This is an optimization exercise on Yosys and OpenROAD, whose aim is small area, a short achievable clock period and few clock cycles, not a production implementation. RTL that was checked went through simulation tests only; none was proved equivalent to the original. No functional check of the RTL was part of runs 5 to 7.

### flow/design.v
module dgs_sha256 (
    input  wire         clk,
    input  wire         rst,         
    input  wire         start,
    input  wire         load_state,
    input  wire         partial,
    input  wire [255:0] state_in,    
    input  wire [63:0]  count_in,    
    output wire         idle,
    input  wire         in_valid,
    output wire         in_ready,
    input  wire [31:0]  in_data,     
    input  wire         in_last,
    input  wire [2:0]   in_nbytes,   
    output reg          done,
    output wire         err,
    output wire [255:0] digest,
    output wire [63:0]  count_out
);
    localparam [255:0] IV = {32'h6a09e667, 32'hbb67ae85, 32'h3c6ef372, 32'ha54ff53a,
                             32'h510e527f, 32'h9b05688c, 32'h1f83d9ab, 32'h5be0cd19};
    function [31:0] rotr(input [31:0] x, input integer n);
        rotr = (x >> n) | (x << (32 - n));
    endfunction
    function [31:0] bk_add(input [31:0] x, input [31:0] y);
        reg [31:0] p, g, p0;
        integer i, j;
        begin
            p = x ^ y;
            g = x & y;
            p0 = p;
            for (i = 1; i <= 5; i = i + 1)
                for (j = 2**i - 1; j < 32; j = j + 2**i) begin
                    g[j] = g[j] | (p[j] & g[j - 2**(i-1)]);
                    p[j] = p[j] & p[j - 2**(i-1)];
                end
            for (i = 5; i > 0; i = i - 1)
                for (j = 2**i + 2**(i-1) - 1; j < 32; j = j + 2**i) begin
                    g[j] = g[j] | (p[j] & g[j - 2**(i-1)]);
                    p[j] = p[j] & p[j - 2**(i-1)];
                end
            bk_add = p0 ^ {g[30:0], 1'b0};
        end
    endfunction
    reg         busy;
    reg [31:0]  a, b, c, d, e, f, g, h;    
    reg [255:0] hv;              
    reg [511:0] wv;              
    reg [5:0]   na;              
    reg         pb;              
    reg [5:0]   nb_i;
    reg         pc;              
    reg         fold;            
    reg         r61, r62;        
    reg         r0;              
    reg [31:0]  hkw;
    reg [63:0]  tot;             
    reg         part_r;          
    reg         err_r;           
    reg         ended;           
    reg         placed80;        
    reg         lenblk;          
    reg         fin;             
    assign idle     = !busy;
    assign in_ready = busy && !ended && !fin && (na[5:4] == 2'd0);
    assign err       = err_r;
    assign digest    = {a, b, c, d, e, f, g, h};
    assign count_out = tot;
    wire [2:0] nbytes = in_last ? in_nbytes : 3'd4;
    reg [31:0] byte_mask, pad_byte;
    always @(*) begin
        case (nbytes)
            3'd0:    begin byte_mask = 32'h00000000; pad_byte = 32'h80000000; end
            3'd1:    begin byte_mask = 32'hff000000; pad_byte = 32'h00800000; end
            3'd2:    begin byte_mask = 32'hffff0000; pad_byte = 32'h00008000; end
            3'd3:    begin byte_mask = 32'hffffff00; pad_byte = 32'h00000080; end
            default: begin byte_mask = 32'hffffffff; pad_byte = 32'h00000000; end
        endcase
    end
    wire [31:0] data_word = (in_data & byte_mask) | pad_byte;
    wire [63:0] bit_len = {tot[60:0], 3'b000};
    wire [31:0] pad_word = !placed80                 ? 32'h80000000 :
                           (lenblk && na == 6'd14)   ? bit_len[63:32] :
                           (lenblk && na == 6'd15)   ? bit_len[31:0]  : 32'd0;
    wire [31:0] wm2  = wv[63:32];      
    wire [31:0] wm7  = wv[223:192];    
    wire [31:0] wm15 = wv[479:448];    
    wire [31:0] wm16 = wv[511:480];    
    wire [31:0] ss0 = rotr(wm15, 7)  ^ rotr(wm15, 18) ^ (wm15 >> 3);
    wire [31:0] ss1 = rotr(wm2, 17)  ^ rotr(wm2, 19)  ^ (wm2 >> 10);
    wire [31:0] w_sched = ss1 + wm7 + ss0 + wm16;
    wire take = in_valid && in_ready;
    wire sched = (na[5:4] != 2'd0);
    wire pad_go = busy && ended && !fin && !sched;
    wire p_full  = (in_nbytes == 3'd4) && (na == 6'd15);    
    wire p_empty = (in_nbytes == 3'd0) && (na == 6'd0);     
    wire p_end   = take && part_r && in_last;
    wire a_go = !err_r && (sched || pad_go || (take && !(p_end && !p_full)));
    wire [31:0] a_word = sched ? w_sched : ended ? pad_word : data_word;
    reg [31:0] k_n;
    always @(*) begin
        case (nb_i)
            6'd0:  k_n = 32'h428a2f98;  6'd1:  k_n = 32'h71374491;
            6'd2:  k_n = 32'hb5c0fbcf;  6'd3:  k_n = 32'he9b5dba5;
            6'd4:  k_n = 32'h3956c25b;  6'd5:  k_n = 32'h59f111f1;
            6'd6:  k_n = 32'h923f82a4;  6'd7:  k_n = 32'hab1c5ed5;
            6'd8:  k_n = 32'hd807aa98;  6'd9:  k_n = 32'h12835b01;
            6'd10: k_n = 32'h243185be;  6'd11: k_n = 32'h550c7dc3;
            6'd12: k_n = 32'h72be5d74;  6'd13: k_n = 32'h80deb1fe;
            6'd14: k_n = 32'h9bdc06a7;  6'd15: k_n = 32'hc19bf174;
            6'd16: k_n = 32'he49b69c1;  6'd17: k_n = 32'hefbe4786;
            6'd18: k_n = 32'h0fc19dc6;  6'd19: k_n = 32'h240ca1cc;
            6'd20: k_n = 32'h2de92c6f;  6'd21: k_n = 32'h4a7484aa;
            6'd22: k_n = 32'h5cb0a9dc;  6'd23: k_n = 32'h76f988da;
            6'd24: k_n = 32'h983e5152;  6'd25: k_n = 32'ha831c66d;
            6'd26: k_n = 32'hb00327c8;  6'd27: k_n = 32'hbf597fc7;
            6'd28: k_n = 32'hc6e00bf3;  6'd29: k_n = 32'hd5a79147;
            6'd30: k_n = 32'h06ca6351;  6'd31: k_n = 32'h14292967;
            6'd32: k_n = 32'h27b70a85;  6'd33: k_n = 32'h2e1b2138;
            6'd34: k_n = 32'h4d2c6dfc;  6'd35: k_n = 32'h53380d13;
            6'd36: k_n = 32'h650a7354;  6'd37: k_n = 32'h766a0abb;
            6'd38: k_n = 32'h81c2c92e;  6'd39: k_n = 32'h92722c85;
            6'd40: k_n = 32'ha2bfe8a1;  6'd41: k_n = 32'ha81a664b;
            6'd42: k_n = 32'hc24b8b70;  6'd43: k_n = 32'hc76c51a3;
            6'd44: k_n = 32'hd192e819;  6'd45: k_n = 32'hd6990624;
            6'd46: k_n = 32'hf40e3585;  6'd47: k_n = 32'h106aa070;
            6'd48: k_n = 32'h19a4c116;  6'd49: k_n = 32'h1e376c08;
            6'd50: k_n = 32'h2748774c;  6'd51: k_n = 32'h34b0bcb5;
            6'd52: k_n = 32'h391c0cb3;  6'd53: k_n = 32'h4ed8aa4a;
            6'd54: k_n = 32'h5b9cca4f;  6'd55: k_n = 32'h682e6ff3;
            6'd56: k_n = 32'h748f82ee;  6'd57: k_n = 32'h78a5636f;
            6'd58: k_n = 32'h84c87814;  6'd59: k_n = 32'h8cc70208;
            6'd60: k_n = 32'h90befffa;  6'd61: k_n = 32'ha4506ceb;
            6'd62: k_n = 32'hbef9a3f7;  default: k_n = 32'hc67178f2;
        endcase
    end
    wire [31:0] m0 = fold ? hv[255:224] : 32'd0;
    wire [31:0] m4 = fold ? hv[127:96]  : 32'd0;
    wire [31:0] fa_h = r61 ? hv[159:128] : r62 ? hv[191:160] : hv[223:192];    
    wire [31:0] fe_h = r61 ? hv[31:0]    : r62 ? hv[63:32]   : hv[95:64];      
    wire [31:0] fa_s = bk_add(a, fa_h);
    wire [31:0] fe_s = bk_add(e, fe_h);
    wire [31:0] h_src = fold ? hv[31:0] : pc ? g : h;
    wire [31:0] hkw_n = h_src + k_n + wv[31:0];
    wire [31:0] big_s1 = rotr(e, 6) ^ rotr(e, 11) ^ rotr(e, 25);
    wire [31:0] big_s0 = rotr(a, 2) ^ rotr(a, 13) ^ rotr(a, 22);
    wire [31:0] ch     = (e & f) ^ (~e & g);
    wire [31:0] maj    = (a & b) ^ (a & c) ^ (b & c);
    wire [31:0] a1s = hkw ^ big_s1 ^ ch;
    wire [31:0] a1c = {((hkw & big_s1) | (hkw & ch) | (big_s1 & ch)), 1'b0} ;
    wire [31:0] a2s = big_s0 ^ maj ^ m0;
    wire [31:0] a2c = {((big_s0 & maj) | (big_s0 & m0) | (maj & m0)), 1'b0};
    wire [31:0] a3s = a1s ^ a1c ^ a2s;
    wire [31:0] a3c = {((a1s & a1c) | (a1s & a2s) | (a1c & a2s)), 1'b0};
    wire [31:0] a4s = a3s ^ a3c ^ a2c;
    wire [31:0] a4c = {((a3s & a3c) | (a3s & a2c) | (a3c & a2c)), 1'b0};
    wire [31:0] a_n = a4s + a4c;
    wire [31:0] e1s = hkw ^ d ^ m4;
    wire [31:0] e1c = {((hkw & d) | (hkw & m4) | (d & m4)), 1'b0};
    wire [31:0] e2s = e1s ^ e1c ^ big_s1;
    wire [31:0] e2c = {((e1s & e1c) | (e1s & big_s1) | (e1c & big_s1)), 1'b0};
    wire [31:0] e3s = e2s ^ e2c ^ ch;
    wire [31:0] e3c = {((e2s & e2c) | (e2s & ch) | (e2c & ch)), 1'b0};
    wire [31:0] e_n = e3s + e3c;
    wire [3:0]  lo_n = {1'b0, tot[2:0]} + {1'b0, nbytes};
    reg  [60:0] pre;             
    reg  [60:0] inc_m;
    integer     ii, ll;
    always @(*) begin
        pre = tot[63:3];
        for (ll = 0; ll < 6; ll = ll + 1)
            for (ii = 0; ii < 61; ii = ii + 1)
                if (ii[ll])
                    pre[ii] = pre[ii] & pre[((ii >> ll) << ll) - 1];
        inc_m = {pre[59:0] & {60{lo_n[3]}}, lo_n[3]};
    end
    wire [63:0] tot_n = {tot[63:3] ^ inc_m, lo_n[2:0]};
    wire err0  = load_state && (count_in[5:0] != 6'd0);
    wire perr  = p_end && !p_full && !p_empty && !err_r;    
    wire ld    = busy ? perr : start;
    wire         use_in = !busy && !err0 && load_state;
    wire         use_iv = !busy && !err0 && !load_state;
    wire [255:0] init_v = ({256{use_in}} & state_in) | ({256{use_iv}} & IV);
    wire [63:0]  init_t = {64{use_in}} & count_in;
    always @(posedge clk) begin
        if (ld) begin
            {a, b, c, d, e, f, g, h} <= init_v;
            tot <= init_t;
        end else begin
            if (pc) begin
                a <= a_n;
                b <= fold ? fa_s : a;
                c <= fold ? hv[191:160] : b;
                d <= fold ? hv[159:128] : c;
                e <= e_n;
                f <= fold ? fe_s : e;
                g <= fold ? hv[63:32] : f;
                h <= fold ? hv[31:0] : g;
            end
            if (take && !err_r)
                tot <= tot_n;
        end
        if (pc && r0)
            hv <= {a, b, c, d, e, f, g, h};
        if (r61) begin
            hv[159:128] <= fa_s;
            hv[31:0]    <= fe_s;
        end
        if (r62) begin
            hv[191:160] <= fa_s;
            hv[63:32]   <= fe_s;
        end
        if (a_go)
            wv <= {wv[479:0], a_word};
        hkw  <= hkw_n;
        nb_i <= na;
        r0   <= pb && (nb_i == 6'd0);
    end
    always @(posedge clk) begin
        if (rst) begin
            busy <= 1'b0;
            done <= 1'b0;
            pb   <= 1'b0;
            pc   <= 1'b0;
            fold <= 1'b0;
            r61  <= 1'b0;
            r62  <= 1'b0;
        end else begin
            done <= 1'b0;
            if (!busy) begin
                if (start) begin
                    err_r    <= err0;
                    part_r   <= partial;
                    ended    <= 1'b0;
                    placed80 <= 1'b0;
                    lenblk   <= 1'b0;
                    fin      <= 1'b0;
                    na       <= 6'd0;
                    pb       <= 1'b0;
                    pc       <= 1'b0;
                    fold     <= 1'b0;
                    r61      <= 1'b0;
                    r62      <= 1'b0;
                    busy     <= 1'b1;
                end
            end else begin
                if (a_go)
                    na <= na + 6'd1;
                if (take && in_last) begin
                    ended <= 1'b1;
                    if (part_r) begin
                        if (p_full)
                            fin <= 1'b1;
                    end else if (nbytes != 3'd4) begin
                        placed80 <= 1'b1;
                        if (na[3:0] <= 4'd13 || na[3:0] == 4'd15)
                            lenblk <= 1'b1;    
                    end
                end
                if (pad_go) begin
                    placed80 <= 1'b1;
                    if (!placed80 && na[3:0] <= 4'd13)
                        lenblk <= 1'b1;
                    if (na[3:0] == 4'd15) begin
                        if (lenblk)
                            fin <= 1'b1;
                        else
                            lenblk <= 1'b1;    
                    end
                end
                pb   <= a_go;
                pc   <= pb;
                fold <= pb && (nb_i == 6'd63);
                r61  <= pb && (nb_i == 6'd61);
                r62  <= pb && (nb_i == 6'd62);
                if (take && in_last && (err_r || perr)) begin
                    err_r <= 1'b1;
                    done  <= 1'b1;
                    busy  <= 1'b0;
                    pb    <= 1'b0;
                    pc    <= 1'b0;
                    fold  <= 1'b0;
                    r61   <= 1'b0;
                    r62   <= 1'b0;
                end else if (p_end && p_empty && !(pb || pc)) begin
                    done <= 1'b1;
                    busy <= 1'b0;
                end else if (p_end && p_empty) begin
                    fin <= 1'b1;
                end else if (fin && fold) begin
                    done <= 1'b1;
                    busy <= 1'b0;
                end
            end
        end
    end
endmodule
### flow/flow/run.sh
#!/bin/bash
# The standard layout, with the port buffers made of the smallest buffer cell
# and a clock tree of smaller buffers without dummy loads.
set -euo pipefail
export BUFFER_PORTS_ARGS="-buffer_cell sky130_fd_sc_hd__buf_1"
export CTS_ARGS="-sink_clustering_enable -repair_clock_nets -dont_use_dummy_load -buf_list sky130_fd_sc_hd__clkbuf_8 -sink_clustering_size 12 -sink_clustering_max_diameter 40"
bash standard.sh > standard.log 2>&1
### flow/standard.sh
#!/bin/bash
# synth_recipe.tcl (not shown) runs the flow's synth.tcl, then flattens the netlist and writes it again
# the make line also repeats each setting of config.mk as NAME=value (left out here)
make -C /OpenROAD-flow-scripts/flow DESIGN_CONFIG=/design/flow/config.mk WORK_HOME=/design/flow/orfs CLKGATE_MAP_FILE= SYNTH_SCRIPT=/design/flow/synth_recipe.tcl "${@:-finish}"
### flow/config.mk
export PLATFORM = sky130hd
export DESIGN_NAME = dgs_sha256
export DESIGN_NICKNAME = dgs_sha256
export VERILOG_FILES = /design/flow/design.v
export SDC_FILE = /design/flow/constraint.sdc
export NUM_CORES = 4
export LEC_CHECK = 0
export CAP_MARGIN = 20
export CORE_MARGIN = 2
export CORE_UTILIZATION = 50
export SETUP_SLACK_MARGIN = 5
export SLEW_MARGIN = 20
### flow/constraint.sdc
create_clock -name core_clock -period 10.0 [get_ports {clk}]
set_input_delay 2.0000 -clock core_clock [delete_from_list [all_inputs] [get_ports {clk}]]
set_output_delay 2.0000 -clock core_clock [all_outputs]
set_load 0.01 [all_outputs]
==> notes.md, run 1 <==
largest net degree at the start of global routing 162; reg2reg setup slack 5000 ps; CP Data Required Time 10,570 ps; Storage cell area 34,610 sq um; fill cell count 11,860; Final Hold Fails 0; post-route setup TNS 0 ps; most frequent cells in the layout 1,100 x edfxtp_1, 685 x buf_1, 527 x inv_1; Synth Cell Area 69,140 sq um; worst r2r path cells 19; post-synth cell types 90; Final nets 7,671; Most used DFF post-synth edfxtp_1; Synth Instances 5,963; Setup Skew 97.75 ps; Slew Limit Fails 0; Boundary Pins 686; DR pass1 iterations 9; initial antenna violation count 22; Worst Hold Class register to register; aggregate global routing overflow 0; largest cells by area after synthesis edfxtp_1 48%, fa_1 9.8%, mux2i_1 4.1%, xnor2_1 4.0%, ha_1 3.7%; chip height 375.9 um; CTS Hold Bufs 0; clk sink count 1,178; die width 375.9 um; RSZ-0062 raised after global routing yes; die footprint 141,300 sq um; Hold Path Cell Cnt 0; Antenna Nets Post-Route 0; fmax 200.0 MHz; # port buffers 685; Tightest Pin Transition 1139 ps; Relative slew margins 0.2329; final setup fails 0; total number of vias 52,610; utilization after layout 0.5761; final worst-path cycle share 0.4999; area of the multi-input gates 32,380 sq um; All-Layer GR Usage 0.3581; Root Buffer clkbuf_8; Max-Cap Viols 0; core area 137,300 sq um; Yosys reg bits 1,178; vias in the first global route 49,600; synth warn 1; Cell Rows 136; WS Path Type register to register; CTS tree built; Starting Density 0.5035; EDFF count, synth 1,100; crit start category register; TritonCTS buffer count 183; r2r startpoint fold$_SDFFE_PP0N_; syn avg cell area 11.60 sq um; Period minus WS final 4999 ps; worst r2r dst e[31]$_DFFE_PP_; Synthesized Nets 6,869; fin cells 8,564; Arrival @ worst endpoint 5570 ps; # DRC 0; hold wc startpoint wv[258]$_DFFE_PP_; hpwl dp 189.8 mm; initial DRC count 7,136; WHS 378.7 ps; drt via density 6.143; Placer Congestion 0.9754; share of cells above drive strength 1 0.1124; drt wl/cell 30.34 um; CP Capture Type register; Hold Crit Endpoint wv[290]$_DFFE_PP_; area leader, netlist edfxtp_1; WL final 259.8 mm; worst-case clock buffer depth 3; Post-synth ARST share 0; commonest non-fill, non-tap cell in the layout edfxtp_1; clock latency on the worst-skew pair 920 ps; top cell type's share of synthesized area 0.4777; Seq/Total Area, Yosys 0.5003; dpl cells 8,157; run status no timing/DRC/antenna violations; global-route wire length before repair 361.5 mm; Layout area overhead 14.41%; clk slew on worst S/H paths 70 ps; # H-tree levels 4; crit-path max FO 8
cell usage after synthesis (all sizes together), types with 11 or more instances:
library cell / instances
nand4: 27
a21o: 109
edfxtp: 1100
and4: 11
mux2i: 283
mux2: 73
inv: 531
nor2b: 20
or3: 17
xnor2: 312
ha: 205
a22oi: 26
clkbuf: 256
o21a: 30
fa: 339
and2: 46
xor2: 151
o31ai: 18
or2: 14
dfxtp: 78
nor2: 244
o21ai: 434
o21bai: 26
buf: 102
nor3b: 11
nand2b: 41
a31oi: 47
nor3: 42
nand2: 364
o221ai: 13
nand3: 257
a211oi: 171
a311oi: 12
and3: 24
a21oi: 371
o211ai: 26
kinds of logic after synthesis:
| group | share of synthesized area |
|---|---|
| compound gates | 0.1235 |
| flops | 0.5003 |
| simple gates | 0.07781 |
| buf+inv | 0.05016 |
| fa+ha+maj | 0.1357 |
| xor+xnor | 0.05865 |
| mux | 0.05384 |
critical path, stage by stage, from the launching register on:
cell	delay (ps)
dfxtp_4	370
buf_16	150
buf_8	140
buf_4	150
and2_4	140
fa_1	490
inv_2	40
fa_1	480
fa_1	520
inv_1	60
ha_4	210
a211oi_2	220
o21bai_1	80
a21o_1	170
a221o_2	490
a311oi_4	370
nor3_4	100
o31ai_2	230
xnor2_1	150
o21ai_1	80
cell type report:
type                       count  share of cell area
inverter                     534             0.02534
timing repair buffer         975             0.06740
antenna                        7           0.0002214
tap                         1794             0.02838
sequential                  1178              0.4375
clock buffer                 183             0.03184
multi-input combinational   3893              0.4094
repair_timing:
action | in CTS | in global routing
setup buffers | 124 | 85
cloned | 6 | 2
pin swaps | 13 | 40
endpoints found under the setup margin | 120 | 96
resized for setup | 104 | 146
state kept, by name, indices dropped and copies added, names as in the netlist, 6 cells and up:
name and flops:
a 32, b 32, c 32, d 32
e 32, f 32, g 32, h 32
hkw 32, hv 256, k_n 32, na 6
nb_i 6, tot 64, wv 512
layer usage:
layer  wire, um  GRT usage
met5         66          0
met3      29380    0.08470
met2     110200     0.5166
met1     109000     0.5276
met4      11180     0.1272
through the flow:
step	worst slack (ps)	cell area (sq um)
finish	5001	79100
global route	4844	79100
detailed placement	4054	73310
global placement	3988	73310
CTS	4941	77500
floorplan	-664.9	69250
how the worst max path moves through the flow:
stage                      start                  end  slack [ps]  cells past startpoint
2_1_floorplan       in_nbytes[1]  na[0]$_SDFFCE_PN0P_        -660                      6
3_3_place_gp    r62$_SDFFE_PP0N_     hv[31]$_DFFE_PP_        3990                     18
3_5_place_dp    r61$_SDFFE_PP0N_    hv[191]$_DFFE_PP_        4050                     16
4_1_cts         r61$_SDFFE_PP0N_     hv[63]$_DFFE_PP_        4940                     18
5_1_grt        fold$_SDFFE_PP0N_      e[24]$_DFFE_PP_        4840                     18
6_report       fold$_SDFFE_PP0N_      e[31]$_DFFE_PP_        5000                     19
Testbench counts, summed over its fixed seeds: cycles 31,040.
==> run 2, diff against run 1 <==
==> flow/flow/run.sh (replaced) <==
#!/bin/bash
# The standard layout, with the port buffers made of the smallest buffer cell
# and a clock tree of smaller buffers without dummy loads.
set -euo pipefail
export BUFFER_PORTS_ARGS="-buffer_cell sky130_fd_sc_hd__buf_1"
export CTS_ARGS="-sink_clustering_enable -repair_clock_nets -dont_use_dummy_load -buf_list sky130_fd_sc_hd__clkbuf_4"
bash standard.sh > standard.log 2>&1
--- a/flow/config.mk
+++ b/flow/config.mk
@@ -7,3 +7,3 @@
 export LEC_CHECK = 0
-export CAP_MARGIN = 20
+export CAP_MARGIN = 5
 export CORE_MARGIN = 2
@@ -11,2 +11,2 @@
 export SETUP_SLACK_MARGIN = 5
-export SLEW_MARGIN = 20
+export SLEW_MARGIN = 5
==> run 2 against run 1 <==
- worst setup slack gained 35 ps
- critical endpoint is now a[29]$_DFFE_PP_
- synthesized area is the same
- design area shrank 0.25%
- critical path type unchanged
- hold slack lost 11 ps
- still clean
==> notes.md, run 2 <==
run status no timing/DRC/antenna violations; initial antenna violation count 24 (+9.1%); Arrival @ worst endpoint 5940 ps (+370 ps); top cell type's share of synthesized area 0.4777 (unchanged); Tightest Pin Transition 1368 ps (+229.8 ps); Cell Rows 136 (unchanged); main combinational cell family by area after synthesis adder cells; post-synth cell types 90 (unchanged); top cells by count, synth 1,100 x edfxtp_1, 531 x inv_1, 423 x o21ai_0; max reg flops 512 (unchanged); initial DRC count 7,125 (-0.15%); global-route wire length before repair 365.0 mm (+0.97%); crit-path max FO 5 (-3); r2r startpoint e[21]$_DFFE_PP_; Synth Instances 5,963 (unchanged); Slew Limit Fails 0 (unchanged); die footprint 141,300 sq um (unchanged); area leader, netlist edfxtp_1; commonest non-fill, non-tap cell in the layout edfxtp_1; Max-Cap Viols 0 (unchanged); largest net degree at the start of global routing 162 (unchanged); Synth Cell Area 69,140 sq um (unchanged); Synthesized Nets 6,869 (unchanged); TritonCTS buffer count 338 (+85%); # H-tree levels 5 (+1); fill cell count 12,030 (+1.5%); Biggest register wv; clock latency on the worst-skew pair 1320 ps (+400 ps); most common cell in the netlist edfxtp_1; hold wc startpoint wv[188]$_DFFE_PP_; Period minus WS final 4965 ps (-34.83 ps); XOR/XNOR Fraction of Synth Area 0.05865 (unchanged); EDFF count, synth 1,100 (unchanged); Final Hold Fails 0 (unchanged); multiplexer share of the synthesized area 0.05384 (unchanged); pre-CTS WS 4054 ps (unchanged); Yosys reg bits 1,178 (unchanged); Antenna Nets Post-Route 0 (unchanged); WHS 367.2 ps (-11.50 ps); aggregate global routing overflow 0 (unchanged); clk sink count 1,178 (unchanged); Post-synth ARST share 0 (unchanged); setup ws final 5035 ps (+34.83 ps); clk slew on worst S/H paths 60 ps (about the same); most frequent cells in the layout 1,100 x edfxtp_1, 684 x buf_1, 529 x inv_1; synth warn 1 (unchanged); Boundary Pins 686 (unchanged); CP Data Required Time 10,980 ps (+410 ps); Final nets 7,816 (+1.9%); All-Layer GR Usage 0.3620 (+0.003951); Worst Hold Class register to register; Layout area overhead 14.12%; crit start category register; share of cells above drive strength 1 0.1285 (+0.01617); Starting Density 0.5035 (unchanged); WL final 261.6 mm (+0.68%); drt wl/cell 30.00 um (-1.1%); Compound-Gate Fraction of Synth Area 0.1235 (unchanged); WS Path Type register to register; Most used DFF post-synth edfxtp_1; Post-Synth Adder-Cell Area 0.1357 (unchanged); drt via density 6.138 (about the same); largest cells by area after synthesis edfxtp_1 48%, fa_1 9.8%, mux2i_1 4.1%, xnor2_1 4.0%, ha_1 3.7%; # port buffers 685 (unchanged); chip height 375.9 um (unchanged); Largest regs wv (512), hv (256), tot (64); fmax 201.4 MHz (+0.70%); final setup fails 0 (unchanged); simple-gate share of the synthesized area 0.07781 (unchanged); CP Capture Type register; DR pass1 iterations 6 (-3); CTS tree built; hpwl dp 189.8 mm (about the same); Placer Congestion 0.9754 (unchanged); Relative slew margins 0.08224 (-0.1507); utilization after layout 0.5746 (-0.001458); vias in the first global route 50,750 (+2.3%); Setup Skew 154.8 ps (+57.04 ps); die width 375.9 um (unchanged); Seq/Total Area, Yosys 0.5003 (unchanged); Root Buffer clkbuf_4; final worst-path cycle share 0.4965 (-0.003483); worst-case clock buffer depth 4 (+1); crit path launch e[21]$_DFFE_PP_; RSZ-0062 raised after global routing yes; core area 137,300 sq um (unchanged); total number of vias 53,530 (+1.8%); syn avg cell area 11.60 sq um (unchanged); # DRC 0 (unchanged)
[run 2: cell counts after synthesis]
Identical to the previous run, type by type.
[run 2: cell type report]
cell class | count | area [sq um] | area share
flip-flops and latches | 1178 | 34610 | 0.4386
multi-input cells | 3893 | 32240 | 0.4086
repair buffers | 965 | 5226 | 0.06624
clock buffers | 338 | 2537 | 0.03216
well taps | 1794 | 2245 | 0.02845
inverters | 534 | 2004 | 0.02540
diodes | 18 | 45.04 | 0.0005709
[run 2: routing by layer]
metal	wire length [um]	part of all wire	track usage
met1	109500	0.42	0.5315
met2	110500	0.42	0.5187
met3	29340	0.11	0.08347
met4	12070	0.046	0.1449
met5	102	0.00039	0
[run 2: critical path, cell delays in order (launching register included)]
cell      delay, ps
edfxtp_1        400
buf_4           180
mux2i_1         750
inv_1           150
fa_1            610
inv_1            70
fa_1            470
inv_1            50
fa_1            470
ha_1            400
o21ai_0         340
nand2b_1        150
o21ai_4         120
o211ai_1        120
a21oi_1         170
xor2_1          160
a21oi_1          80
[run 2: kinds of logic after synthesis]
| kind of cell | count (synthesis) |
|---|---|
| DFF | 1178 |
| adders and majority gates | 547 |
| xor gates and xnor gates | 463 |
| AOI/OAI and AO/OA | 1385 |
| muxes | 359 |
| and+or+nand+nor | 1139 |
| buffers and inverters | 892 |
[run 2: timing repair]
| item | 4_1_cts | 5_1_grt |
|---|---|---|
| hold buffers | 0 | 0 |
| pin swaps | 14 | 56 |
| cloned | 7 | 1 |
| endpoints found under the setup margin | 117 | 94 |
| setup buffers | 120 | 79 |
| resized for setup | 101 | 132 |
[run 2: path summary, 6_finish.rpt]
check                      end  slack (ps)  depth (start not counted)
max            a[29]$_DFFE_PP_        5040                         16
max reg2reg    a[29]$_DFFE_PP_        5040                         16
min          wv[220]$_DFFE_PP_         370                          0
min reg2reg  wv[220]$_DFFE_PP_         370                          0
[run 2: stage by stage]
step	cells	instance area (sq um)	setup TNS [ps]
after floorplan	5963	69250	-284850
after CTS	8622	77450	0
after detailed placement	8157	73310	0
after global routing	8713	78890	0
after global placement	8157	73310	0
final	8720	78900	0
==> run 3, diff against run 2 <==
--- a/flow/config.mk
+++ b/flow/config.mk
@@ -7,3 +7,3 @@
 export LEC_CHECK = 0
-export CAP_MARGIN = 5
+export CAP_MARGIN = 10
 export CORE_MARGIN = 2
@@ -11,2 +11,2 @@
 export SETUP_SLACK_MARGIN = 5
-export SLEW_MARGIN = 5
+export SLEW_MARGIN = 10
==> run 3 against run 2 <==
- die area did not move
- synthesized cell count did not move
==> notes.md, run 3 <==
run status no timing/DRC/antenna violations; # H-tree levels 5 (unchanged); Cell Rows 136 (unchanged); chip height 375.9 um (unchanged); RSZ-0062 raised after global routing yes; Period minus WS final 4965 ps (unchanged); total number of vias 53,530 (unchanged); # port buffers 685 (unchanged); Antenna Nets Post-Route 0 (unchanged); initial DRC count 7,125 (unchanged); Root Buffer clkbuf_4; crit start category register; drt wl/cell 30.00 um (unchanged); Post-synth ARST share 0 (unchanged); max reg flops 512 (unchanged); Slew Limit Fails 0 (unchanged); die width 375.9 um (unchanged); WP buf/inv 4 (unchanged); hpwl dp 189.8 mm (unchanged); most frequent cells in the layout 1,100 x edfxtp_1, 684 x buf_1, 529 x inv_1; Worst Hold Class register to register; clock latency on the worst-skew pair 1320 ps (about the same); worst path cell trace buf_4 > mux2i_1 > inv_1 > fa_1 > inv_1 > fa_1 > inv_1 > fa_1 > ha_1 > o21ai_0 > nand2b_1 > o21ai_4 > o211ai_1 > a21oi_1 > xor2_1 > a21oi_1; top cell type's share of synthesized area 0.4777 (unchanged); Critical-path top delay cell mux2i_1; TritonCTS buffer count 338 (unchanged); WS Path Type register to register; die footprint 141,300 sq um (unchanged); All-Layer GR Usage 0.3620 (unchanged); Yosys reg bits 1,178 (unchanged); fmax 201.4 MHz (unchanged); slowest stage delay, CP 750 ps (about the same); Placer Congestion 0.9754 (unchanged); Most used DFF post-synth edfxtp_1; synth warn 1 (unchanged); crit-path max FO 5 (unchanged); utilization after layout 0.5746 (unchanged); CP delay by family, top adder cells; Starting Density 0.5035 (unchanged); DR pass1 iterations 6 (unchanged); clk slew on worst S/H paths 60 ps (about the same); initial antenna violation count 24 (unchanged); CP Data Required Time 10,980 ps (about the same); largest net degree at the start of global routing 162 (unchanged); Synthesized Nets 6,869 (unchanged); Synth Cell Area 69,140 sq um (unchanged); vias in the first global route 50,750 (unchanged); most common cell in the netlist edfxtp_1; Largest regs wv (512), hv (256), tot (64); global-route wire length before repair 365.0 mm (unchanged); EDFF count, synth 1,100 (unchanged); Seq/Total Area, Yosys 0.5003 (unchanged); area leader, netlist edfxtp_1; Max-Cap Viols 0 (unchanged); Biggest register wv; Synth Instances 5,963 (unchanged); share of cells above drive strength 1 0.1285 (unchanged); CTS Hold Bufs 0 (unchanged); # DRC 0 (unchanged); syn avg cell area 11.60 sq um (unchanged); CP Capture Type register; drt via density 6.138 (unchanged); Final nets 7,816 (unchanged); fill cell count 12,030 (unchanged); commonest non-fill, non-tap cell in the layout edfxtp_1; core area 137,300 sq um (unchanged); WHS 367.2 ps (unchanged); Tightest Pin Transition 1368 ps (unchanged); largest cells by area after synthesis edfxtp_1 48%, fa_1 9.8%, mux2i_1 4.1%, xnor2_1 4.0%, ha_1 3.7%; Relative slew margins 0.08224 (unchanged); Setup Skew 154.8 ps (unchanged); CTS tree built; WL final 261.6 mm (unchanged); final worst-path cycle share 0.4965 (unchanged); clk sink count 1,178 (unchanged); final setup fails 0 (unchanged); Final Hold Fails 0 (unchanged); Layout area overhead 14.12% (unchanged); worst-case clock buffer depth 4 (unchanged); top cells by count, synth 1,100 x edfxtp_1, 531 x inv_1, 423 x o21ai_0; aggregate global routing overflow 0 (unchanged); post-synth cell types 90 (unchanged); Arrival @ worst endpoint 5940 ps (about the same); Boundary Pins 686 (unchanged)
==> run 3: cell counts in the layout (fill, tap and decap cells not counted) <==
Identical to the previous run, type by type.
==> run 3: final cells by class <==
class                   count  area, sq um  area share
well taps                1794         2245     0.02845
clock buffers             338         2537     0.03216
inverters                 534         2004     0.02540
multi-input cells        3893        32240      0.4086
diodes                     18        45.04   0.0005709
flip-flops and latches   1178        34610      0.4386
repair buffers            965         5226     0.06624
==> run 3: logic make-up after synthesis <==
family | count (synthesis) | synth area share
buffers and inverters | 892 | 0.05016
muxes | 359 | 0.05384
xor gates and xnor gates | 463 | 0.05865
and+or+nand+nor | 1139 | 0.07781
AOI/OAI and AO/OA | 1385 | 0.1235
adders and majority gates | 547 | 0.1357
DFF | 1178 | 0.5003
==> run 3: worst paths after layout <==
path                           from                end  slack [ps]  cells past startpoint
setup / recovery    e[21]$_DFFE_PP_    a[29]$_DFFE_PP_        5040                     16
hold / removal    wv[188]$_DFFE_PP_  wv[220]$_DFFE_PP_         370                      0
setup reg to reg    e[21]$_DFFE_PP_    a[29]$_DFFE_PP_        5040                     16
hold reg to reg   wv[188]$_DFFE_PP_  wv[220]$_DFFE_PP_         370                      0
==> run 3: worst register-to-register path: cells and delay by family (launching register included) <==
family	cells	cell delay (ps)
muxes	1	750
AOI/OAI and AO/OA	5	830
DFF	1	400
and+or+nand+nor	1	150
adders and majority gates	4	1950
xor gates and xnor gates	1	160
buffers and inverters	4	460
==> run 3: layer usage <==
layer,part of all wire,track usage
met4,0.046,0.1449
met5,0.00039,0
met1,0.42,0.5315
met3,0.11,0.08347
met2,0.42,0.5187
==> run 3: metrics by stage <==
stage	instance area, sq um	TNS [ps]	cells	setup WS [ps]
after floorplan	69250	-284850	5963	-664.9
after CTS	77450	0	8622	4968
final	78900	0	8720	5035
after global routing	78890	0	8713	4875
after global placement	73310	0	8157	3988
after detailed placement	73310	0	8157	4054
==> run 3: timing repair <==
action                     CTS  global route
gates resized for setup    101           132
cloned                       7             1
buffers inserted           120            79
setup endpoints to repair  117            94
pin swaps                   14            56
==> run 4, diff against run 3 <==
==> flow/flow/run.sh (replaced) <==
#!/bin/bash
# The standard layout, with the port buffers made of the smallest buffer cell,
# a clock tree of smaller buffers without dummy loads, and timing repair
# aiming 5.4 ns below the clock period.
set -euo pipefail
export BUFFER_PORTS_ARGS="-buffer_cell sky130_fd_sc_hd__buf_1"
export CTS_ARGS="-sink_clustering_enable -repair_clock_nets -dont_use_dummy_load -buf_list sky130_fd_sc_hd__clkbuf_4"
export SETUP_SLACK_MARGIN=5.4
bash standard.sh > standard.log 2>&1
--- a/flow/config.mk
+++ b/flow/config.mk
@@ -7,6 +7,5 @@
 export LEC_CHECK = 0
-export CAP_MARGIN = 10
+export CAP_MARGIN = 20
 export CORE_MARGIN = 2
 export CORE_UTILIZATION = 50
-export SETUP_SLACK_MARGIN = 5
-export SLEW_MARGIN = 10
+export SLEW_MARGIN = 20
==> run 4 against run 3 <==
- hold slack lost 38 ps
- flip-flop and latch count is the same
- clock skew rose by 17 ps
- first-iteration DRC count shrank 4.9%
- routed wire length up 4.6%
- non-clock buffer count grew 158
==> notes.md, run 4 <==
run status no timing/DRC/antenna violations; Tightest Pin Transition 1169 ps (-199.5 ps); Final nets 7,979 (+2.1%); chip height 375.9 um (unchanged); EDFF count, synth 1,100 (unchanged); CP Data Required Time 10,720 ps (-260 ps); drt via density 6.164 (+0.41%); Post-synth ARST share 0 (unchanged); Arrival @ worst endpoint 5620 ps (-320 ps); most common cell in the netlist edfxtp_1; # H-tree levels 5 (unchanged); DR pass1 iterations 6 (unchanged); Period minus WS final 4905 ps (-59.47 ps); Most used DFF post-synth edfxtp_1; Critical-path top delay cell and2_4; total number of vias 54,730 (+2.2%); worst path cell trace buf_4 > inv_1 > ha_2 > nand2b_1 > or3_1 > a21oi_2 > nor3b_2 > nand3b_1 > and2_4 > nand2b_4 > buf_12; simple-gate share of the synthesized area 0.07781 (unchanged); fmax 203.9 MHz (+1.2%); Max-Cap Viols 0 (unchanged); aggregate global routing overflow 0 (unchanged); XOR/XNOR Fraction of Synth Area 0.05865 (unchanged); worst-case clock buffer depth 4 (unchanged); Worst Hold Class register to register; drt wl/cell 30.80 um (+2.7%); crit start category register; main combinational cell family by area after synthesis adder cells; vias in the first global route 52,660 (+3.8%); Root Buffer clkbuf_4; clock latency on the worst-skew pair 1330 ps (about the same); largest net degree at the start of global routing 182 (+12%); TritonCTS buffer count 342 (+1.2%); synth warn 1 (unchanged); max reg flops 512 (unchanged); area leader, netlist edfxtp_1; Setup Skew 171.9 ps (+17.13 ps); Biggest register wv; CTS tree built; initial DRC count 6,775 (-4.9%); Slew Limit Fails 0 (unchanged); Boundary Pins 686 (unchanged); Synth Cell Area 69,140 sq um (unchanged); crit path launch na[1]$_SDFFCE_PN0P_; r2r startpoint na[1]$_SDFFCE_PN0P_; Final Hold Fails 0 (unchanged); CTS Hold Bufs 0 (unchanged); Seq/Total Area, Yosys 0.5003 (unchanged); Placer Congestion 0.9994 (+2.5%); commonest non-fill, non-tap cell in the layout edfxtp_1; clk sink count 1,178 (unchanged); post-synth cell types 90 (unchanged); # DRC 0 (unchanged); die footprint 141,300 sq um (unchanged); crit-path max FO 137 (+132); final setup fails 0 (unchanged); RSZ-0062 raised after global routing yes; Yosys reg bits 1,178 (unchanged); Largest regs wv (512), hv (256), tot (64); Synthesized Nets 6,869 (unchanged); largest cells by area after synthesis edfxtp_1 48%, fa_1 9.8%, mux2i_1 4.1%, xnor2_1 4.0%, ha_1 3.7%; Post-Synth Adder-Cell Area 0.1357 (unchanged); Compound-Gate Fraction of Synth Area 0.1235 (unchanged); slowest stage delay, CP 630 ps (-120 ps); hold wc startpoint wv[435]$_DFFE_PP_; most frequent cells in the layout 1,100 x edfxtp_1, 684 x buf_1, 501 x inv_1; initial antenna violation count 18 (-25%); Antenna Nets Post-Route 0 (unchanged); hpwl dp 195.5 mm (+3.0%); WS Path Type register to register; share of cells above drive strength 1 0.1741 (+0.04554); Synth Instances 5,963 (unchanged); CP Capture Type register; Starting Density 0.5035 (unchanged); WHS 329.3 ps (-37.90 ps); Cell Rows 136 (unchanged); Layout area overhead 18.56%; syn avg cell area 11.60 sq um (unchanged); All-Layer GR Usage 0.3791 (+0.01706); WP buf/inv 3 (-1); die width 375.9 um (unchanged); top cell type's share of synthesized area 0.4777 (unchanged); WL final 273.5 mm (+4.6%); clk slew on worst S/H paths 60 ps (about the same); # port buffers 685 (unchanged); core area 137,300 sq um (unchanged); global-route wire length before repair 381.2 mm (+4.4%); final worst-path cycle share 0.4905 (-0.005947); Relative slew margins 0.1985 (+0.1162); multiplexer share of the synthesized area 0.05384 (unchanged); CP delay by family, top simple AND/OR/NAND/NOR gates; top cells by count, synth 1,100 x edfxtp_1, 531 x inv_1, 423 x o21ai_0
## run 4: layout make-up
| cell class | count | area, sq um |
|---|---|---|
| clock buffers | 342 | 2567 |
| inverters | 534 | 2006 |
| repair buffers | 1123 | 7029 |
| well taps | 1794 | 2245 |
| flip-flops and latches | 1178 | 34610 |
| diodes | 14 | 35.03 |
| multi-input cells | 3894 | 33490 |
| fillers | 11600 | 55340 |
## run 4: final timing paths
check,slack (ps),cells past startpoint,to
setup / recovery,5090,11,a[27]$_DFFE_PP_
hold / removal,330,0,wv[467]$_DFFE_PP_
setup reg to reg,5090,11,a[27]$_DFFE_PP_
hold reg to reg,330,0,wv[467]$_DFFE_PP_
## run 4: layer usage
layer,GRT usage,part of all wire,vias up
met4,0.1666,0.050,16
met3,0.09378,0.11,652
li1,-,-,23540
met1,0.5454,0.41,27240
met2,0.5441,0.43,3283
met5,0,0.00034,-
## run 4: repair_timing
item | CTS | global route
resized for setup | 347 | 186
endpoints found under the hold margin | 0 | 0
setup buffers | 276 | 64
gates cloned | 15 | 2
setup endpoints to repair | 504 | 172
pin swaps | 153 | 156
## run 4: cell families (layout without fill, tap and decap cells)
family                   count (synthesis)  count (layout)
AO/OA/AOI/OAI                         1385            1385
XOR/XNOR                               463             463
adder cells (fa/ha/maj)                547             547
buffers and inverters                  892            1999
flip-flops                            1178            1178
multiplexers                           359             359
other                                    0              14
AND/OR/NAND/NOR                       1139            1140
## run 4: per-stage QoR
step / std cells / TNS (ps) / setup slack, ps / cell area (sq um) / utilization
global route: 8873 / 0 / 5004 / 81960 / 0.5969
CTS: 8799 / 0 / 5147 / 80530 / 0.5864
global placement: 8166 / 0 / 3971 / 73510 / 0.5353
finish: 8879 / 0 / 5095 / 81980 / 0.5970
floorplan: 5963 / -284850 / -664.9 / 69520 / -
detailed placement: 8166 / 0 / 3937 / 73510 / 0.5353
==> run 5, diff against run 4 <==
--- a/flow/design.v
+++ b/flow/design.v
@@ -24,2 +24,12 @@
     endfunction
+    function [31:0] cs_add(input [31:0] x, input [31:0] y);
+        reg [16:0] lo;
+        reg [15:0] hi0, hi1;
+        begin
+            lo  = {1'b0, x[15:0]} + {1'b0, y[15:0]};
+            hi0 = x[31:16] + y[31:16];
+            hi1 = x[31:16] + y[31:16] + 16'd1;
+            cs_add = {lo[16] ? hi1 : hi0, lo[15:0]};
+        end
+    endfunction
     function [31:0] bk_add(input [31:0] x, input [31:0] y);
@@ -156,3 +166,3 @@
     wire [31:0] a4c = {((a3s & a3c) | (a3s & a2c) | (a3c & a2c)), 1'b0};
-    wire [31:0] a_n = a4s + a4c;
+    wire [31:0] a_n = cs_add(a4s, a4c);
     wire [31:0] e1s = hkw ^ d ^ m4;
@@ -163,3 +173,3 @@
     wire [31:0] e3c = {((e2s & e2c) | (e2s & ch) | (e2c & ch)), 1'b0};
-    wire [31:0] e_n = e3s + e3c;
+    wire [31:0] e_n = cs_add(e3s, e3c);
     wire [3:0]  lo_n = {1'b0, tot[2:0]} + {1'b0, nbytes};
==> flow/flow/run.sh (replaced) <==
#!/bin/bash
# The standard layout, with the port buffers made of the smallest buffer cell
# and a clock tree of smaller buffers without dummy loads.
set -euo pipefail
export BUFFER_PORTS_ARGS="-buffer_cell sky130_fd_sc_hd__buf_1"
export CTS_ARGS="-sink_clustering_enable -repair_clock_nets -dont_use_dummy_load -buf_list sky130_fd_sc_hd__clkbuf_4"
bash standard.sh > standard.log 2>&1
--- a/flow/config.mk
+++ b/flow/config.mk
@@ -10,2 +10,3 @@
 export CORE_UTILIZATION = 50
+export SETUP_SLACK_MARGIN = 5
 export SLEW_MARGIN = 20
==> run 5 against run 4 <==
- still clean on timing, DRC and antenna
- clock-buffer cell count down 4
- core utilization down 1.6 points
- synthesized cell count down 0.72%
- hold slack better by 30 ps
- non-clock buffer count decreased by 126
- via count decreased by 1.5%
- clock skew fell by 1.4 ps
- largest cell class unchanged
==> notes.md, run 5 <==
worst-case clock buffer depth 4 (unchanged); global-route wire length before repair 365.6 mm (-4.1%); Period minus WS final 5256 ps (+351.2 ps); TritonCTS buffer count 338 (-1.2%); crit start category register; final worst-path cycle share 0.5256 (+0.03512); drt via density 6.181 (+0.29%); largest cells by area after synthesis edfxtp_1 48%, fa_1 9.9%, mux2i_1 4.0%, xnor2_1 3.9%, ha_1 3.7%; # DRC 0 (unchanged); Final nets 7,819 (-2.0%); syn avg cell area 11.69 sq um (+0.84%); fin cells 8,721 (-1.8%); top cell type's share of synthesized area 0.4772 (-0.0005440); Root Buffer clkbuf_4; Setup Skew 170.5 ps (-1.447 ps); Synth Instances 5,920 (-0.72%); clk slew on worst S/H paths 60 ps (about the same); Final Hold Fails 0 (unchanged); # H-tree levels 5 (unchanged); commonest non-fill, non-tap cell in the layout edfxtp_1; Cell Rows 136 (unchanged); core area 137,500 sq um (+0.12%); Placer Congestion 0.9789 (-2.1%); Biggest register wv; aggregate global routing overflow 0 (unchanged); clock latency on the worst-skew pair 1320 ps (about the same); synth warn 1 (unchanged); chip height 376.1 um (about the same); # port buffers 685 (unchanged); Antenna Nets Post-Route 0 (unchanged); most frequent cells in the layout 1,100 x edfxtp_1, 684 x buf_1, 435 x inv_1; Arrival @ worst endpoint 6260 ps (+640 ps); EDFF count, synth 1,100 (unchanged); initial DRC count 6,845 (+1.0%); Hold Path Cell Cnt 0 (unchanged); largest net degree at the start of global routing 183 (+0.55%); Post-synth ARST share 0 (unchanged); reg2reg setup slack 4740 ps (-350 ps); Relative slew margins 0.2339 (+0.03545); CP Data Required Time 11,010 ps (+290 ps); area leader, netlist edfxtp_1; All-Layer GR Usage 0.3602 (-0.01890); Yosys reg bits 1,178 (unchanged); Starting Density 0.5035 (about the same); Slew Limit Fails 0 (unchanged); max reg flops 512 (unchanged); CTS tree built; post-synth cell types 91 (+1.1%); RSZ-0062 raised after global routing yes; final setup fails 0 (unchanged); share of cells above drive strength 1 0.1452 (-0.02888); setup ws final 4744 ps (-351.2 ps); Synthesized Nets 6,830 (-0.57%); post-route setup TNS 0 ps (unchanged); total number of vias 53,910 (-1.5%); Most used DFF post-synth edfxtp_1; pre-CTS WS 3839 ps (-97.53 ps); Seq/Total Area, Yosys 0.4997 (-0.0005697); CP Capture Type register; initial antenna violation count 20 (+2); DR pass1 iterations 7 (+1); clk sink count 1,178 (unchanged); Boundary Pins 686 (unchanged); crit-path max FO 3 (-98%); top cells by count, synth 1,100 x edfxtp_1, 446 x inv_1, 431 x o21ai_0; die width 376.1 um (about the same); drt wl/cell 30.11 um (-2.2%); vias in the first global route 51,680 (-1.9%); dpl cells 8,126 (-0.49%); worst r2r path cells 23 (+12); fill cell count 11,900 (+2.6%); Largest regs wv (512), hv (256), tot (64); Layout area overhead 15.45%; Worst Hold Class register to register; Max-Cap Viols 0 (unchanged); WHS 359.7 ps (+30.35 ps); die footprint 141,400 sq um (+0.11%); Synth Cell Area 69,220 sq um (+0.11%); hpwl dp 187.4 mm (-4.1%); Tightest Pin Transition 1141 ps (-27.40 ps); run status no timing/DRC/antenna violations; most common cell in the netlist edfxtp_1; WL final 262.6 mm (-4.0%); WS Path Type register to register; fmax 190.2 MHz (-6.7%)
==> run 5: cell types whose count changed in the layout (fill, tap and decap cells not counted), moves of 19 or more <==
cell	change
o21ai_0	+39
ha_1	+29
and2_1	+30
inv_2	-19
nor3_1	+24
ha_4	-27
nor2_1	+20
o21ai_1	-23
inv_1	-66
a21o_1	-38
buf_4	-101
==> run 5: layout make-up <==
class / instances / area (sq um) / share of cell area
clock buffer: 338 / 2537 / 0.03175
sequential: 1178 / 34610 / 0.4331
timing repair buffer: 997 / 5707 / 0.07141
antenna: 20 / 50.05 / 0.0006263
inverter: 447 / 1678 / 0.02100
multi-input combinational: 3947 / 33090 / 0.4141
tap: 1794 / 2245 / 0.02809
==> run 5: cells by family (layout without fill, tap and decap cells) <==
kind of cell             Yosys count  after routing  share of synthesized area
adder cells (fa/ha/maj)          572            572                     0.1398
flip-flops                      1178           1178                     0.4997
XOR/XNOR                         459            459                    0.05808
AO/OA/AOI/OAI                   1320           1320                     0.1175
buffers and inverters            795           1782                    0.04320
multiplexers                     366            366                    0.05555
AND/OR/NAND/NOR                 1230           1230                    0.08613
other                              0             20                          0
==> run 5: routing by layer <==
| metal | vias to the layer above | track usage | part of all wire |
|---|---|---|---|
| met5 | - | 0 | 0.00030 |
| met2 | 3231 | 0.5091 | 0.42 |
| met3 | 557 | 0.1056 | 0.12 |
| li1 | 23310 | - | - |
| met1 | 26800 | 0.5193 | 0.41 |
| met4 | 14 | 0.1459 | 0.045 |
==> run 5: repair_timing <==
action,CTS,global route
gates cloned,8,5
hold buffers,0,0
pin swaps,48,75
setup buffers,144,80
setup endpoints to repair,102,323
resized for setup,146,184
==> run 5: through the flow <==
| stage | util | instance area, sq um |
|---|---|---|
| 2_1_floorplan | - | 69460 |
| 3_3_place_gp | 0.5352 | 73590 |
| 3_5_place_dp | 0.5352 | 73590 |
| 4_1_cts | 0.5690 | 78230 |
| 5_1_grt | 0.5811 | 79900 |
| 6_report | 0.5812 | 79920 |
==> run 5: path summary, 6_finish.rpt <==
check                                        from           endpoint
worst min register to register  wv[118]$_DFFE_PP_  wv[150]$_DFFE_PP_
worst max-delay path              e[26]$_DFFE_PP_    a[26]$_DFFE_PP_
worst max register to register    e[26]$_DFFE_PP_    a[26]$_DFFE_PP_
worst min-delay path            wv[118]$_DFFE_PP_  wv[150]$_DFFE_PP_
==> run 5: worst max-delay path: stages, from the launching register on <==
cell	delay, ps
edfxtp_1	480
buf_6	180
xnor2_4	150
xnor2_4	250
fa_1	500
fa_1	500
inv_1	60
fa_1	370
inv_1	70
ha_2	190
inv_2	50
fa_2	380
nor2b_2	170
o31a_1	230
o21bai_2	100
a31oi_4	190
o41ai_4	80
buf_4	160
buf_6	120
nor4b_4	290
buf_4	180
nand2_2	40
xor2_1	160
o21ai_1	80
==> run 6, diff against run 5 <==
--- a/flow/design.v
+++ b/flow/design.v
@@ -73,2 +73,3 @@
     reg         fin;             
+    reg         perr_r;          
     assign idle     = !busy;
@@ -189,3 +190,3 @@
     wire perr  = p_end && !p_full && !p_empty && !err_r;    
-    wire ld    = busy ? perr : start;
+    wire ld    = !busy || perr_r;
     wire         use_in = !busy && !err0 && load_state;
@@ -237,2 +238,3 @@
             r62  <= 1'b0;
+            perr_r <= 1'b0;
         end else begin
@@ -247,2 +249,3 @@
                     fin      <= 1'b0;
+                    perr_r   <= 1'b0;
                     na       <= 6'd0;
@@ -285,11 +288,15 @@
                 r62  <= pb && (nb_i == 6'd62);
-                if (take && in_last && (err_r || perr)) begin
-                    err_r <= 1'b1;
-                    done  <= 1'b1;
-                    busy  <= 1'b0;
-                    pb    <= 1'b0;
-                    pc    <= 1'b0;
-                    fold  <= 1'b0;
-                    r61   <= 1'b0;
-                    r62   <= 1'b0;
+                if (perr_r) begin
+                    done <= 1'b1;
+                    busy <= 1'b0;
+                end else if (take && in_last && (err_r || perr)) begin
+                    err_r  <= 1'b1;
+                    done   <= err_r;
+                    busy   <= !err_r;
+                    perr_r <= !err_r;
+                    pb     <= 1'b0;
+                    pc     <= 1'b0;
+                    fold   <= 1'b0;
+                    r61    <= 1'b0;
+                    r62    <= 1'b0;
                 end else if (p_end && p_empty && !(pb || pc)) begin
==> run 6 against run 5 <==
- sequential share of layout area increased by 1.0 points
- via count decreased by 2.9%
- global-route usage decreased by 0.45 points
- clock skew decreased by 46 ps
- hold slack got worse by 25 ps
- first-iteration DRC count decreased by 3.3%
- still clean on timing, DRC and antenna
- synthesized area decreased by 0.95%
- synthesized cell count decreased by 1.8%
- critical path depth decreased by 4
- final cell count decreased by 1.6%
- largest cell class unchanged
==> notes.md, run 6 <==
share of cells above drive strength 1 0.1379 (-0.007309); M3 GR Usage 0.08978 (-0.01582); aggregate global routing overflow 0 (unchanged); Antenna Nets Post-Route 0 (unchanged); largest cells by area after synthesis edfxtp_1 48%, fa_1 10%, xnor2_1 4.2%, ha_1 3.7%, o21ai_0 3.5%; final setup fails 0 (unchanged); total number of vias 52,330 (-2.9%); Layout area overhead 13.95%; final worst-path cycle share 0.5326 (+0.006984); worst-case clock buffer depth 4 (unchanged); die footprint 140,100 sq um (-0.94%); DR pass1 iterations 6 (-1); Final nets 7,692 (-1.6%); Largest regs wv (512), hv (256), tot (64); drt via density 6.098 (-1.3%); Synth Instances 5,815 (-1.8%); initial antenna violation count 23 (+15%); # port buffers 685 (unchanged); largest net degree at the start of global routing 208 (+14%); Max-Cap Viols 0 (unchanged); most frequent cells in the layout 1,100 x edfxtp_1, 685 x buf_1, 528 x nand2_1; fmax 187.8 MHz (-1.3%); vias in the first global route 50,510 (-2.3%); Root Buffer clkbuf_4; EDFF count, synth 1,100 (unchanged); met2 usage 0.5110 (+0.001886); area of the multi-input gates 31,900 sq um (-3.6%); Boundary Pins 686 (unchanged); Hold Path Cell Cnt 0 (unchanged); TritonCTS buffer count 338 (unchanged); # H-tree levels 5 (unchanged); WS Path Type register to register; synth warn 1 (unchanged); Starting Density 0.5049 (+0.001407); area leader, netlist edfxtp_1; WL final 253.7 mm (-3.4%); final instance area 78,130 sq um (-2.2%); dpl cells 8,037 (-1.1%); utilization after layout 0.5753 (-0.005928); worst r2r dst a[26]$_DFFE_PP_; most common cell in the netlist edfxtp_1; RSZ-0062 raised after global routing yes; CP Capture Type register; core area 135,800 sq um (-1.2%); global-route wire length before repair 359.5 mm (-1.7%); Seq/Total Area, Yosys 0.5048 (+0.005089); die width 374.3 um (-0.47%); max reg flops 512 (unchanged); Synth Cell Area 68,560 sq um (-0.95%); Storage cell area 34,630 sq um (about the same); crit start category register; worst r2r path cells 19 (-17%); initial DRC count 6,619 (-3.3%); grt met1 use 0.5228 (+0.003506); chip height 374.3 um (-0.47%); fill cell count 11,800 (-0.88%); Period minus WS final 5326 ps (+69.84 ps); Placer Congestion 0.9963 (+1.8%); Post-synth ARST share 0 (unchanged); post-synth cell types 80 (-12%); Yosys reg bits 1,179 (+0.085%); hpwl dp 185.1 mm (-1.2%); hold wc startpoint wv[143]$_DFFE_PP_; # DRC 0 (unchanged); Most used DFF post-synth edfxtp_1; Final Hold Fails 0 (unchanged); top cells by count, synth 1,100 x edfxtp_1, 531 x nand2_1, 483 x o21ai_0; clk slew on worst S/H paths 60 ps (about the same); clock latency on the worst-skew pair 1340 ps (+20 ps); CP Data Required Time 10,940 ps (-70 ps); Placed Area 73,020 sq um (-0.77%); top cell type's share of synthesized area 0.4818 (+0.004580); CTS tree built; crit-path max FO 4 (+1); Biggest register wv; Hold Crit Endpoint wv[175]$_DFFE_PP_; fin cells 8,582 (-1.6%); reg2reg setup slack 4670 ps (-70 ps); Tightest Pin Transition 1133 ps (-8.435 ps); Synthesized Nets 6,725 (-1.5%); Arrival @ worst endpoint 6270 ps (about the same); GR peak layer met1; Slew Limit Fails 0 (unchanged); run status no timing/DRC/antenna violations; All-Layer GR Usage 0.3557 (-0.004457); Cell Rows 135 (-0.74%); Worst Hold Class register to register; Setup Skew 124.1 ps (-46.37 ps); drt wl/cell 29.56 um (-1.8%); commonest non-fill, non-tap cell in the layout edfxtp_1; clk sink count 1,179 (+0.085%); syn avg cell area 11.79 sq um (+0.84%); CTS Hold Bufs 0 (unchanged); Relative slew margins 0.2367 (+0.002747); r2r startpoint e[27]$_DFFE_PP_
-- run 6: repair_timing --
action / in CTS / in global routing
gates cloned: 5 / 1
pin swaps: 59 / 34
endpoints found under the setup margin: 310 / 60
endpoints found under the hold margin: 0 / 0
gates resized for setup: 104 / 85
setup buffers: 143 / 35
-- run 6: kinds of logic (layout without fill, tap and decap cells) --
logic type | Yosys count | after routing | synth area share
AO/OA/AOI/OAI | 1304 | 1304 | 0.1207
multiplexers | 336 | 336 | 0.05232
XOR/XNOR | 462 | 462 | 0.05902
flip-flops | 1179 | 1179 | 0.5048
AND/OR/NAND/NOR | 1172 | 1172 | 0.07865
adder cells (fa/ha/maj) | 572 | 572 | 0.1412
buffers and inverters | 790 | 1755 | 0.04329
other | 0 | 21 | 0
-- run 6: worst max path at each step --
stage	startpoint	end	cells past startpoint
floorplan	in_nbytes[1]	na[0]$_SDFFCE_PN0P_	7
global placement	e[27]$_DFFE_PP_	e[26]$_DFFE_PP_	16
detailed placement	e[27]$_DFFE_PP_	e[28]$_DFFE_PP_	16
CTS	e[27]$_DFFE_PP_	a[27]$_DFFE_PP_	19
global route	e[27]$_DFFE_PP_	a[30]$_DFFE_PP_	19
finish	e[27]$_DFFE_PP_	a[26]$_DFFE_PP_	19
-- run 6: metrics by stage --
| step | hold WS, ps | setup TNS, ps | setup WS [ps] |
|---|---|---|---|
| after floorplan | 346.2 | -316580 | -725.9 |
| after global placement | 400.1 | 0 | 4027 |
| after detailed placement | 404.5 | 0 | 3978 |
| after CTS | 299.6 | 0 | 4725 |
| after global routing | 310.8 | 0 | 4498 |
| final | 335.1 | 0 | 4674 |
-- run 6: worst max-delay path: stages, from the launching register on --
cell and delay (ps):
edfxtp_1 520, xnor2_2 310, xnor2_4 170, fa_1 540
inv_2 50, fa_1 480, inv_1 50, fa_1 500
ha_2 200, inv_2 40, fa_2 360, nor2b_1 130
o21a_1 200, o21ai_4 80, a211o_4 370, a311o_1 320
and4b_2 360, nand3_2 90, xor2_1 140, o21ai_1 70
-- run 6: layout make-up --
type                    count  share of cell area
diodes                     21           0.0006726
clock buffers             338             0.03248
inverters                 464             0.02229
multi-input cells        3846              0.4083
flip-flops and latches   1179              0.4432
well taps                1781             0.02852
repair buffers            953             0.06451
-- run 6: metal layers --
layer / routed length (um) / part of all wire / vias to the layer above
met5: 157 / 0.00062 / -
met4: 9149 / 0.036 / 22
met3: 27650 / 0.11 / 508
met2: 109200 / 0.43 / 3010
met1: 107600 / 0.42 / 26030
li1: - / - / 22760
==> run 7, diff against run 6 <==
--- a/flow/design.v
+++ b/flow/design.v
@@ -24,12 +24,2 @@
     endfunction
-    function [31:0] cs_add(input [31:0] x, input [31:0] y);
-        reg [16:0] lo;
-        reg [15:0] hi0, hi1;
-        begin
-            lo  = {1'b0, x[15:0]} + {1'b0, y[15:0]};
-            hi0 = x[31:16] + y[31:16];
-            hi1 = x[31:16] + y[31:16] + 16'd1;
-            cs_add = {lo[16] ? hi1 : hi0, lo[15:0]};
-        end
-    endfunction
     function [31:0] bk_add(input [31:0] x, input [31:0] y);
@@ -167,3 +157,3 @@
     wire [31:0] a4c = {((a3s & a3c) | (a3s & a2c) | (a3c & a2c)), 1'b0};
-    wire [31:0] a_n = cs_add(a4s, a4c);
+    wire [31:0] a_n = a4s + a4c;
     wire [31:0] e1s = hkw ^ d ^ m4;
@@ -174,3 +164,3 @@
     wire [31:0] e3c = {((e2s & e2c) | (e2s & ch) | (e2c & ch)), 1'b0};
-    wire [31:0] e_n = cs_add(e3s, e3c);
+    wire [31:0] e_n = e3s + e3c;
     wire [3:0]  lo_n = {1'b0, tot[2:0]} + {1'b0, nbytes};
==> run 7 against run 6 <==
- non-clock buffer count grew 16
- highest routed layer unchanged
- routed wire length rose by 3.2%
- global-route usage up 1.1 points
- clock-buffer cell count is the same
- largest cell class unchanged
- design area up 0.72%
- hold slack worse by 21 ps
==> notes.md, run 7 <==
run status no timing/DRC/antenna violations; Placed Area 72,800 sq um (-0.30%); most common cell in the netlist edfxtp_1; Arrival @ worst endpoint 6280 ps (about the same); final worst-path cycle share 0.5351 (+0.002528); CTS tree built; crit start category register; post-synth cell types 90 (+13%); vias in the first global route 50,180 (-0.66%); fmax 186.9 MHz (-0.47%); largest cells by area after synthesis edfxtp_1 48%, fa_1 9.9%, xnor2_1 4.0%, ha_1 3.8%, o21ai_0 3.4%; # H-tree levels 5 (unchanged); final instance area 78,690 sq um (+0.72%); worst r2r dst a[30]$_DFFE_PP_; clk sink count 1,179 (unchanged); hold wc startpoint wv[157]$_DFFE_PP_; Seq/Total Area, Yosys 0.5069 (+0.002081); CP Capture Type register; Tightest Pin Transition 1174 ps (+41.30 ps); Final nets 7,717 (+0.33%); Synth Instances 5,815 (unchanged); Hold Crit Endpoint wv[189]$_DFFE_PP_; # DRC 0 (unchanged); synth warn 1 (unchanged); crit-path max FO 4 (unchanged); Max-Cap Viols 0 (unchanged); chip height 373.5 um (-0.20%); global-route wire length before repair 365.8 mm (+1.8%); r2r startpoint e[21]$_DFFE_PP_; largest net degree at the start of global routing 177 (-15%); reg2reg setup slack 4650 ps (-30 ps); Post-synth ARST share 0 (unchanged); WL final 261.8 mm (+3.2%); Synth Cell Area 68,280 sq um (-0.41%); utilization after layout 0.5809 (+0.005581); DR pass1 iterations 6 (unchanged); Synthesized Nets 6,721 (-0.059%); drt via density 6.086 (-0.20%); simple-gate share of the synthesized area 0.07137 (-0.007280); CP Data Required Time 10,930 ps (about the same); WS Path Type register to register; TritonCTS buffer count 338 (unchanged); Largest regs wv (512), hv (256), tot (64); Cell Rows 135 (unchanged); Compound-Gate Fraction of Synth Area 0.1215 (+0.0007909); top cell type's share of synthesized area 0.4838 (+0.001986)
==> run 7: changes by cell type after synthesis, moves of 21 or more <==
cell / previous run / this run
inv_1: 461 / 540
o21ai_1: 0 / 47
a21o_1: 82 / 122
maj3_1: 24 / 3
==> run 7: how the worst max path moves through the flow <==
| stage | slack (ps) | endpoint | cells past startpoint |
|---|---|---|---|
| floorplan | -1550 | na[0]$_SDFFCE_PN0P_ | 8 |
| global placement | 3980 | a[15]$_DFFE_PP_ | 17 |
| detailed placement | 3960 | b[28]$_DFFE_PP_ | 18 |
| CTS | 4670 | a[28]$_DFFE_PP_ | 19 |
| global route | 4590 | a[30]$_DFFE_PP_ | 20 |
| finish | 4650 | a[30]$_DFFE_PP_ | 20 |
==> run 7: critical path, stage by stage (launching register included) <==
cell      delay [ps]
edfxtp_1         550
buf_6            190
buf_6            110
xnor2_4          200
xnor2_4          180
fa_1             490
inv_1             90
fa_1             400
inv_1            110
fa_2             450
ha_2             210
a21o_1           150
a21o_1           200
a21oi_4          200
o221ai_4         150
o31a_1           350
o41ai_4          370
buf_4            190
a21oi_2           50
a311oi_1         280
o21ai_1           90
==> run 7: routing by layer <==
metal,GRT usage,routed length [um],vias to the layer above
met5,0,48,-
met4,0.1304,9644,8
met3,0.08000,27890,494
met2,0.5334,114000,3154
met1,0.5401,110200,26130
li1,-,-,22590
==> run 7: what timing repair did <==
action,in CTS,in global routing
gates cloned,6,6
setup buffers,142,46
hold buffers,0,0
setup endpoints to repair,113,51
pin swaps,50,97
gates resized for setup,161,130
==> run 7: area by class of cell <==
cell class | instances | area (sq um)
diodes | 16 | 40.04
inverters | 544 | 2049
clock buffers | 338 | 2537
repair buffers | 969 | 5371
well taps | 1781 | 2228
fillers | 11780 | 56780
multi-input cells | 3779 | 31840
flip-flops and latches | 1179 | 34630
==> run 7: logic make-up after synthesis <==
family | count (synthesis)
and+or+nand+nor | 1102
muxes | 352
AOI/OAI and AO/OA | 1313
adders and majority gates | 547
DFF | 1179
buffers and inverters | 857
xor gates and xnor gates | 465
==> run 7: through the flow <==
stage                     hold slack, ps  worst slack, ps  cells
after CTS                          308.2             4672   8538
after detailed placement           404.5             3965   8052
after floorplan                    346.2            -1546   5815
after global placement             400.1             3976   8050
after global routing               344.9             4587   8598
final                              313.9             4649   8606

re-timing with driven ports:
The results above use ideal ports. As a check the final layouts listed here were re-extracted and re-timed, cells and wires unchanged.
Step 1 (the two cells are an assumption about what drives the block):
set clk [get_ports {clk}]
set_driving_cell -lib_cell sky130_fd_sc_hd__clkbuf_16 $clk
set_driving_cell -lib_cell sky130_fd_sc_hd__buf_2 [delete_from_list [all_inputs] $clk]
Step 2 also shifts input and output timing later by t, the mid clock arrival at the registers, as if the neighbouring blocks saw the same clock.
Slacks: ideal / step 1 / step 2; pairs: ideal / step 1.
| run | shift t [ns] | setup slack, ns | worst setup path after step 2 | cell pins on the clock port's net |
|---|---|---|---|---|
| run 1 | 0.964 | 5.001 / 5.001 / 4.302 | input to register | 1 |
| run 2 | 1.321 | 5.035 / 5.035 / 4.256 | input to register | 1 |
| run 3 | 1.321 | 5.035 / 5.035 / 4.256 | input to register | 1 |
| run 4 | 1.331 | 5.095 / 5.095 / 4.351 | input to register | 1 |
| run 5 | 1.323 | 4.744 / 4.744 / 4.285 | input to register | 1 |
| run 6 | 1.347 | 4.674 / 4.674 / 4.178 | input to register | 1 |
| run 7 | 1.296 | 4.649 / 4.649 / 4.290 | input to register | 1 |
After both steps setup and hold are still met in every run listed.
